Source: an optimization exercise on an open RTL-to-GDS flow (aim: small area, a short achievable clock period and few clock cycles per item). Production flows keep margins and buffers that such runs may drop. RTL that was checked went through simulation tests only; none was proved equivalent to the original.

## v6
## sha384
module sha384 (
    input  wire         clk,
    input  wire         rst,            
    input  wire         in_valid,
    output wire         in_ready,
    input  wire [63:0]  in_data,        
    input  wire         in_first,       
    input  wire         in_last,        
    output wire [383:0] digest,         
    output reg          digest_valid
);
    localparam [63:0] IV0 = 64'hcbbb9d5dc1059ed8;
    localparam [63:0] IV1 = 64'h629a292a367cd507;
    localparam [63:0] IV2 = 64'h9159015a3070dd17;
    localparam [63:0] IV3 = 64'h152fecd8f70e5939;
    localparam [63:0] IV4 = 64'h67332667ffc00b31;
    localparam [63:0] IV5 = 64'h8eb44a8768581511;
    localparam [63:0] IV6 = 64'hdb0c2e0d64f98fa7;
    localparam [63:0] IV7 = 64'h47b5481dbefa4fa4;
    reg  [3:0]  ph;           
    reg  [4:0]  wc;           
    reg         ld_first, ld_last;
    reg         run;          
    reg  [6:0]  rc;           
    reg         run_first, run_last;
    reg         q77, q78, q79;    
    wire fin = q77 | q78 | q79;   
    wire [4:0] wc_base = q78 ? 5'd0 : wc;    
    assign in_ready = !wc_base[4] && (ph == wc_base[3:0]);
    wire accept = in_valid && in_ready;
    reg  start, start_iv, start_h;
    wire abort = run && (rc <= 7'd14) && ({2'b00, wc} < rc + 7'd2);
    wire [6:0] rc_next = start ? 7'd0 :
                         (!run || abort || rc == 7'd79) ? 7'd79 : rc + 7'd1;
  ...
Size: ~9800 cells after synthesis, ~2100 flip-flops, ~460 I/O pins.
Settings: LEC_CHECK=0, CAP_MARGIN=40, CORE_MARGIN=2, CORE_UTILIZATION=40, SLEW_MARGIN=40, SYNTH_MEMORY_MAX_BITS=16384; clock period 12.0 ns.
standard.sh (not shown) runs the stock make flow with config.mk's settings and CLKGATE_MAP_FILE= SYNTH_SCRIPT=/design/flow/synth_recipe.tcl, a recipe that flattens the netlist after the stock synthesis.
==> flow/flow/run.sh <==
#!/bin/bash
set -euo pipefail
export SETUP_SLACK_MARGIN=${MARGIN:-6.2}
bash standard.sh > layout.log 2>&1
## Diff of input files: v7 against v6
--- a/flow/design.v
+++ b/flow/design.v
@@ -19,58 +19,55 @@
     localparam [63:0] IV7 = 64'h47b5481dbefa4fa4;
     reg  [3:0]  ph;           
     reg  [4:0]  wc;           
     reg         ld_first, ld_last;
     reg         run;          
     reg  [6:0]  rc;           
     reg         run_first, run_last;
     reg         q77, q78, q79;    
     wire fin = q77 | q78 | q79;   
     wire [4:0] wc_base = q78 ? 5'd0 : wc;    
     assign in_ready = !wc_base[4] && (ph == wc_base[3:0]);
     wire accept = in_valid && in_ready;
-    reg  start, start_iv, start_h;
+    wire start = (ph == 4'd1) && (rc == 7'd79) && (wc != 5'd0);
     wire abort = run && (rc <= 7'd14) && ({2'b00, wc} < rc + 7'd2);
-    wire [6:0] rc_next = start ? 7'd0 :
-                         (!run || abort || rc == 7'd79) ? 7'd79 : rc + 7'd1;
-    wire       run_next = start || (run && !abort && rc != 7'd79);
-    wire [4:0] wc_next  = wc_base + {4'd0, accept};
-    wire       ldf_next = (accept && wc_base == 5'd0) ? in_first : ld_first;
-    wire       start_next = (ph == 4'd0) && (rc_next == 7'd79) && (wc_next != 5'd0);
     wire sched = run && (rc >= 7'd14) && (rc <= 7'd77) && wc[4];
     always @(posedge clk) begin
         if (rst) begin
             ph           <= 4'd0;
             wc           <= 5'd0;
             run          <= 1'b0;
             rc           <= 7'd79;
-            start        <= 1'b0;
-            start_iv     <= 1'b0;
-            start_h      <= 1'b0;
             q77          <= 1'b0;
             q78          <= 1'b0;
             q79          <= 1'b0;
             digest_valid <= 1'b0;
         end else begin
             ph <= ph + 4'd1;
-            wc <= wc_next;
+            wc <= wc_base + {4'd0, accept};
             digest_valid <= q79 && run_last;
             q77 <= run && (rc == 7'd76);
             q78 <= q77;
             q79 <= q78;
-            rc       <= rc_next;
-            run      <= run_next;
-            start    <= start_next;
-            start_iv <= start_next && ldf_next;
-            start_h  <= start_next && !run_next;
+            if (start) begin
+                run <= 1'b1;
+                rc  <= 7'd0;
+            end else if (run) begin
+                if (abort || rc == 7'd79) begin
+                    run <= 1'b0;
+                    rc  <= 7'd79;
+                end else begin
+                    rc  <= rc + 7'd1;
+                end
+            end
         end
     end
     always @(posedge clk) begin
         if (accept && wc_base == 5'd0) begin
             ld_first <= in_first;
             ld_last  <= in_last;
         end
         if (start) begin
             run_first <= ld_first;
             run_last  <= ld_last;
         end
     end
@@ -1750,26 +1747,26 @@
     wire xk_g6_59 = xk_g5_59 | (xk_p5_59 & xk_g5_31);
     wire xk_p6_59 = xk_p5_59 & xk_p5_31;
     wire xk_g6_60 = xk_g5_60 | (xk_p5_60 & xk_g5_31);
     wire xk_p6_60 = xk_p5_60 & xk_p5_31;
     wire xk_g6_61 = xk_g5_61 | (xk_p5_61 & xk_g5_31);
     wire xk_p6_61 = xk_p5_61 & xk_p5_31;
     wire xk_g6_62 = xk_g5_62 | (xk_p5_62 & xk_g5_31);
     wire xk_p6_62 = xk_p5_62 & xk_p5_31;
     wire xk_g6_63 = xk_g5_63 | (xk_p5_63 & xk_g5_31);
     wire xk_p6_63 = xk_p5_63 & xk_p5_31;
     wire [63:0] x_next = xk_p ^ {xk_g6_62, xk_g6_61, xk_g6_60, xk_g6_59, xk_g6_58, xk_g6_57, xk_g6_56, xk_g6_55, xk_g6_54, xk_g6_53, xk_g6_52, xk_g6_51, xk_g6_50, xk_g6_49, xk_g6_48, xk_g6_47, xk_g6_46, xk_g6_45, xk_g6_44, xk_g6_43, xk_g6_42, xk_g6_41, xk_g6_40, xk_g6_39, xk_g6_38, xk_g6_37, xk_g6_36, xk_g6_35, xk_g6_34, xk_g6_33, xk_g6_32, xk_g5_31, xk_g5_30, xk_g5_29, xk_g5_28, xk_g5_27, xk_g5_26, xk_g5_25, xk_g5_24, xk_g5_23, xk_g5_22, xk_g5_21, xk_g5_20, xk_g5_19, xk_g5_18, xk_g5_17, xk_g5_16, xk_g4_15, xk_g4_14, xk_g4_13, xk_g4_12, xk_g4_11, xk_g4_10, xk_g4_9, xk_g4_8, xk_g3_7, xk_g3_6, xk_g3_5, xk_g3_4, xk_g2_3, xk_g2_2, xk_g1_1, xk_g[0], 1'b0};
     wire init    = start;
-    wire init_iv = start_iv;      
-    wire init_h  = start_h;       
+    wire init_iv = start && ld_first;
+    wire init_h  = start && !run;
     always @(posedge clk) begin
         r[0] <= q79 ? a_rnd : r[1];
         r[1] <= r[2];
         r[2] <= r[3];
         r[3] <= sum_e;
         r[4] <= q79 ? e_rnd : r[5];
         r[5] <= r[6];
         r[6] <= r[7];
         r[7] <= sum_a;
         a <= init_iv ? IV0 : (init_h ? r[1] : a_rnd);
         b <= init ? (ld_first ? IV1 : sum_a) : a;
         c <= init ? (ld_first ? IV2 : r[7]) : b;
### Flow results
- From v6 to v7 the numbers moved as follows: count of cells resized by post-cts repair shows an increase of 173, post-synthesis instance total shows an increase of 94.
- Proportion of cell area occupied by registers: v7 vs v6 down 0.66 points
- Final design instance area without fill: v7 vs v6 down 0.0015 mm2
- The final reports for v7 and v6 show non-clock buffer instance count of the final layout higher in the former.
- Lower number of nets in the final layout goes to v6 over v7.
- When v7 is measured against v6, its wire length the detailed router placed on met1 turns out about 7% lower.
- On maximum frequency: between v7 and v6, it ends up lower for v6.
Testbench counts of v7, summed over its fixed seeds: cycles 191,696, blocks 2,396.
Function not checked in v6: the RTL went through the layout flow alone.

-- re-timing with driven ports --
The results above use ideal ports. As a check the final layouts listed here were re-extracted and re-timed, cells and wires unchanged. Step 1 assumes that a clkbuf_16 drives the clock port and a buf_2 every other input. Step 2 moves the port delays by t, midway between the first and last clock arrival at a register: inputs arrive t later, outputs are due t later. That takes back most of the time a late clock gives input paths. Three values: ideal ports, drivers, drivers and shift; two values: the first two.
run | shift t [ns] | setup WS [ns] | worst setup path at the end | slew at the worst register clock pin (ns) | worst slew at a driven data input, ns
v6 | 0.982 | 6.100 / 6.100 / 5.243 | input to register | 0.08 / 0.08 | 0.06
v7 | 0.986 | 6.150 / 6.150 / 6.150 | register to register | 0.07 / 0.07 | 0.08
After both steps every run listed still meets setup and hold. For v6, which loses most, drivers alone change the setup slack by 0.000 ns; drivers and shift together by -0.857 ns.
